What follows belongs to an exercise in optimizing a design on an open flow for small area, a short achievable clock period and few clock cycles per item; a production flow would make more cautious choices.
Where RTL was checked, it was by simulation tests only, not by an equivalence proof against the original.

Setup of the reference run:
==> module kw_unwrap, before the edit <==
module kw_unwrap (
    input  wire         clk,
    input  wire         rst,       
    input  wire         start,     
    input  wire [127:0] kek,       
    input  wire [191:0] wrapped,   
    output wire         busy,
    output wire         done,      
    output wire         ok,        
    output wire [127:0] key        
);
    localparam [63:0] KW_IV = 64'hA6A6A6A6A6A6A6A6;
    reg         busy_r;
    reg         done_r;
    reg         kexp;     
    reg         first;    
    reg         step12;   
    reg [3:0]   rnd;      
    reg [3:0]   t;        
    reg [127:0] st;       
    reg [63:0]  ro;       
    reg [127:0] rk;       
    reg [127:0] kl;       
    wire accept = start && !busy_r;
    genvar gb, gc, gr;
    wire last   = !kexp && (rnd == 4'd0);
    assign busy = busy_r;
    assign done = done_r;
    assign ok   = (st[127:64] == KW_IV);
    assign key  = {st[63:0], ro};
    wire [31:0]  w0 = rk[127:96];
    wire [31:0]  w1 = rk[95:64];
    wire [31:0]  w2 = rk[63:32];
    wire [31:0]  w3 = rk[31:0];
    wire [31:0]  v3 = w3 ^ w2;    
    wire [31:0]  v2 = w2 ^ w1;
    wire [31:0]  v1 = w1 ^ w0;
    wire [31:0]  rot = {v3[23:0], v3[31:24]};
    wire [31:0]  sw_out;
    generate
        for (gb = 0; gb < 4; gb = gb + 1) begin : g_sbox
            aes_sbox u_sbox (.a(rot[8*gb +: 8]), .y(sw_out[8*gb +: 8]));
        end
    endgenerate
    wire [9:0]   rd = {rnd == 4'd9, rnd == 4'd8, rnd == 4'd7, rnd == 4'd6, rnd == 4'd5,
                       rnd == 4'd4, rnd == 4'd3, rnd == 4'd2, rnd == 4'd1, rnd == 4'd0};
    wire [7:0]   rcon = {rd[7], rd[6], rd[5] | rd[9], rd[4] | rd[8] | rd[9],
                         rd[3] | rd[8], rd[2] | rd[9], rd[1] | rd[8] | rd[9], rd[0] | rd[8]};
    wire [31:0]  temp = sw_out ^ {rcon, 24'h000000};
    wire [31:0]  n0 = w0 ^ temp;
    wire         fin = kexp && (rnd == 4'd9);    
    wire [31:0]  n2 = v2 ^ n0;
    wire [127:0] key_step = {n0, v1 ^ (temp & {32{kexp}}), v2 ^ (n0 & {32{kexp}}),
                             v3 ^ (n2 & {32{fin}})};
    wire [127:0] key_prev = {n0, v1, v2, v3};
    wire [127:0] blk = (step12 ? {kl[127:64] ^ 64'd12, kl[63:0]}
                               : {st[127:64] ^ {60'd0, t}, ro}) ^ rk;
    wire [127:0] imc;
    generate
        for (gc = 0; gc < 4; gc = gc + 1) begin : g_imc
            aes_inv_mixcol u_imc (.c(st[32*gc +: 32]), .y(imc[32*gc +: 32]));
        end
    endgenerate
    wire [127:0] x = first ? blk : imc;
    wire [127:0] isr;
    generate
        for (gc = 0; gc < 4; gc = gc + 1) begin : g_col
            for (gr = 0; gr < 4; gr = gr + 1) begin : g_row
                assign isr[127 - 8*(gr + 4*((gc + gr) % 4)) -: 8] =
                       x[127 - 8*(gr + 4*gc) -: 8];
            end
        end
    endgenerate
    wire [127:0] isb;
    generate
        for (gb = 0; gb < 16; gb = gb + 1) begin : g_isbox
            aes_inv_sbox u_isbox (.a(isr[8*gb +: 8]), .y(isb[8*gb +: 8]));
        end
    endgenerate
    wire [127:0] ark = isb ^ key_prev;
    always @(posedge clk) begin
        if (rst) begin
            busy_r <= 1'b0;
            done_r <= 1'b0;
            kexp   <= 1'b0;
            first  <= 1'b0;
            step12 <= 1'b0;
        end else begin
            done_r <= 1'b0;
            if (accept) begin
                busy_r <= 1'b1;
                kexp   <= 1'b1;
                first  <= 1'b0;
                step12 <= 1'b1;
                rnd    <= 4'd0;
                t      <= 4'd12;
            end else if (busy_r) begin
                if (kexp) begin
                    if (rnd == 4'd9) begin
                        kexp  <= 1'b0;
                        first <= 1'b1;
                    end else begin
                        rnd <= rnd + 4'd1;
                    end
                end else begin
                    first <= (rnd == 4'd0) && (t != 4'd1);
                    if (rnd == 4'd0) begin
                        rnd    <= 4'd9;
                        t      <= t - 4'd1;
                        step12 <= 1'b0;
                        if (t == 4'd1) begin
                            busy_r <= 1'b0;
                            done_r <= 1'b1;
                        end
                    end else begin
                        rnd <= rnd - 4'd1;
                    end
                end
            end
        end
    end
    always @(posedge clk) begin
        if (accept)
            rk <= {kek[127:32], kek[63:32] ^ kek[31:0]};
        else if (last)
            rk <= kl;
        else
            rk <= key_step;
    end
    always @(posedge clk) begin
        if (accept)
            kl <= {wrapped[191:128], wrapped[63:0]};
        else if (first && step12)
            kl <= rk;
    end
    always @(posedge clk) begin
        st <= ark;
        if (accept)
            ro <= wrapped[127:64];
        else if (first && !step12)
            ro <= st[63:0];
    end
endmodule
clock: 8.0 ns
lec_check: 0
cap_margin: 20
core_margin: 2
core_utilization: 24
setup_slack_margin: 1.5
slew_margin: 20
synth_hierarchical: 1
standard.sh (not shown) runs the stock make flow with config.mk's settings and CLKGATE_MAP_FILE= SYNTH_SCRIPT=/design/flow/synth_recipe.tcl, a recipe that flattens the netlist after the stock synthesis.
==> flow/flow/run.sh <==
#!/bin/bash
# The standard layout (the standard.sh: ORFS synthesis to finish), with
# these changes in how it is made:
#  - the port buffers that global placement inserts on every input and
#    output are the smallest buffer (buf_1) instead of clkdlybuf4s50_1;
#  - clock tree synthesis inserts no dummy loads;
#  - after floorplanning, the flip-flops of the round state (st) get a
#    stronger drive (same cell type, dfxtp_1 -> dfxtp_4): they drive the
#    InvMixColumns network at the start of the critical loop.
# ORFS writes each step's full log under orfs/logs/; make's output goes to
# flow_*.log and the resizing step's to upsize.log, all in this folder.
set -euo pipefail
export BUFFER_PORTS_ARGS="-buffer_cell sky130_fd_sc_hd__buf_1"
export CTS_ARGS="-sink_clustering_enable -repair_clock_nets -dont_use_dummy_load"
bash standard.sh floorplan > flow_floorplan.log 2>&1
odb=orfs/results/$FLOW_PLATFORM/kw_unwrap/base/2_floorplan.odb
ODB=$odb openroad -no_init -exit flow/upsize.tcl > upsize.log 2>&1
bash standard.sh finish > flow_finish.log 2>&1
==> flow/flow/upsize.tcl <==
# Give the state flip-flops st[*] the 4x drive version of their cell.
read_db $::env(ODB)
set db [ord::get_db]
set block [[$db getChip] getBlock]
set n 0
foreach inst [$block getInsts] {
  set name [$inst getName]
  set m [[$inst getMaster] getName]
  if {[string first "st\\\[" $name] == 0 && $m eq "sky130_fd_sc_hd__dfxtp_1"} {
    $inst swapMaster [$db findMaster sky130_fd_sc_hd__dfxtp_4]
    incr n
  }
}
puts "resized $n flip-flops"
write_db $::env(ODB)
Testbench counts of the reference run, summed over its fixed seeds: cycles 67,072, items 512.
Here is what was changed in the inputs of the trial run compared with the reference run.
-- flow/design.v --
<<< the reference run, line 554
    wire [7:0]   rcon = {rd[7], rd[6], rd[5] | rd[9], rd[4] | rd[8] | rd[9],
                         rd[3] | rd[8], rd[2] | rd[9], rd[1] | rd[8] | rd[9], rd[0] | rd[8]};
    wire [31:0]  temp = sw_out ^ {rcon, 24'h000000};
    wire [31:0]  n0 = w0 ^ temp;
    wire         fin = kexp && (rnd == 4'd9);    
    wire [31:0]  n2 = v2 ^ n0;
    wire [127:0] key_step = {n0, v1 ^ (temp & {32{kexp}}), v2 ^ (n0 & {32{kexp}}),
                             v3 ^ (n2 & {32{fin}})};
    wire [127:0] key_prev = {n0, v1, v2, v3};
    wire [127:0] blk = (step12 ? {kl[127:64] ^ 64'd12, kl[63:0]}
>>> the trial run, line 554
    wire [7:0]   rcon = {rd[7], rd[6], rd[5] | rd[9], rd[4] | rd[8] | rd[9],
                         rd[3] | rd[8], rd[2] | rd[9], rd[1] | rd[8] | rd[9], rd[0] | rd[8]};
    wire [31:0]  rc  = {rcon, 24'h000000};
    wire         fin = kexp && (rnd == 4'd9);    
    wire [31:0]  e0  = w0 ^ rc;
    wire [31:0]  n0;                              
    wire [127:0] key_step;                        
    wire [31:0]  e1  = v1 ^ (rc & {32{kexp}});
    wire [31:0]  e2  = v2 ^ (e0 & {32{kexp}});
    wire [31:0]  e3  = v3 ^ ((v2 ^ e0) & {32{fin}});
    generate
        for (gb = 0; gb < 32; gb = gb + 1) begin : g_kstep
            sx2 u_n0 (.a(e0[gb]), .b(sw_out[gb]), .y(n0[gb]));
            skx u_n1 (.a(e1[gb]), .g(kexp), .s(sw_out[gb]), .y(key_step[64 + gb]));
            skx u_n2 (.a(e2[gb]), .g(kexp), .s(sw_out[gb]), .y(key_step[32 + gb]));
            skx u_n3 (.a(e3[gb]), .g(fin),  .s(sw_out[gb]), .y(key_step[gb]));
        end
    endgenerate
    assign key_step[127:96] = n0;
    wire [127:0] key_prev = {n0, v1, v2, v3};
    wire [127:0] blk = (step12 ? {kl[127:64] ^ 64'd12, kl[63:0]}
## What came out
Cmp the trial run vs the reference run: met3 wire length lower in the trial run
Between the trial run and the reference run, it is the trial run whose total routed wire length on the met1 layer is lower, by about 3.6%.
Changes observed in the trial run relative to the reference run: data required time at the worst endpoint climbed 0.02 ns, synthesized instance count climbed 2.0%, share of cells above drive strength 1 dropped 2.1 points, die boundary width climbed 1.3%, minimum hold slack dropped 0.033 ns.
The reference run ended up with st[61] as its capturing element of the worst setup path; the trial run ended up with st[13].
Function not checked in the trial run: the RTL went through the layout flow alone.

-- re-timing with driven ports --
The results above use ideal ports. As a check the final layouts listed here were re-extracted and re-timed, cells and wires unchanged. Step 1 (the two cells are an assumption about what drives the block):
set clk [get_ports {clk}]
set_driving_cell -lib_cell sky130_fd_sc_hd__clkbuf_16 $clk
set_driving_cell -lib_cell sky130_fd_sc_hd__buf_2 [delete_from_list [all_inputs] $clk]
Step 2 times the ports against the registers' clock, not the clock port: input delays grow and output delays shrink by t, the midpoint of the rising clock arrivals with the driver on. Slacks: ideal / step 1 / step 2; pairs: ideal / step 1.
run | t, ns | setup slack, ns | worst setup path at the end | latest minus earliest clock arrival (ns) | worst register clock-pin slew, ns
the reference run | 0.752 | 1.719 / 1.719 / 1.719 | register to register | 0.094 / 0.094 | 0.06 / 0.06
the trial run | 0.758 | 1.671 / 1.671 / 1.671 | register to register | 0.087 / 0.087 | 0.07 / 0.07
After both steps setup and hold are still met in every run listed.
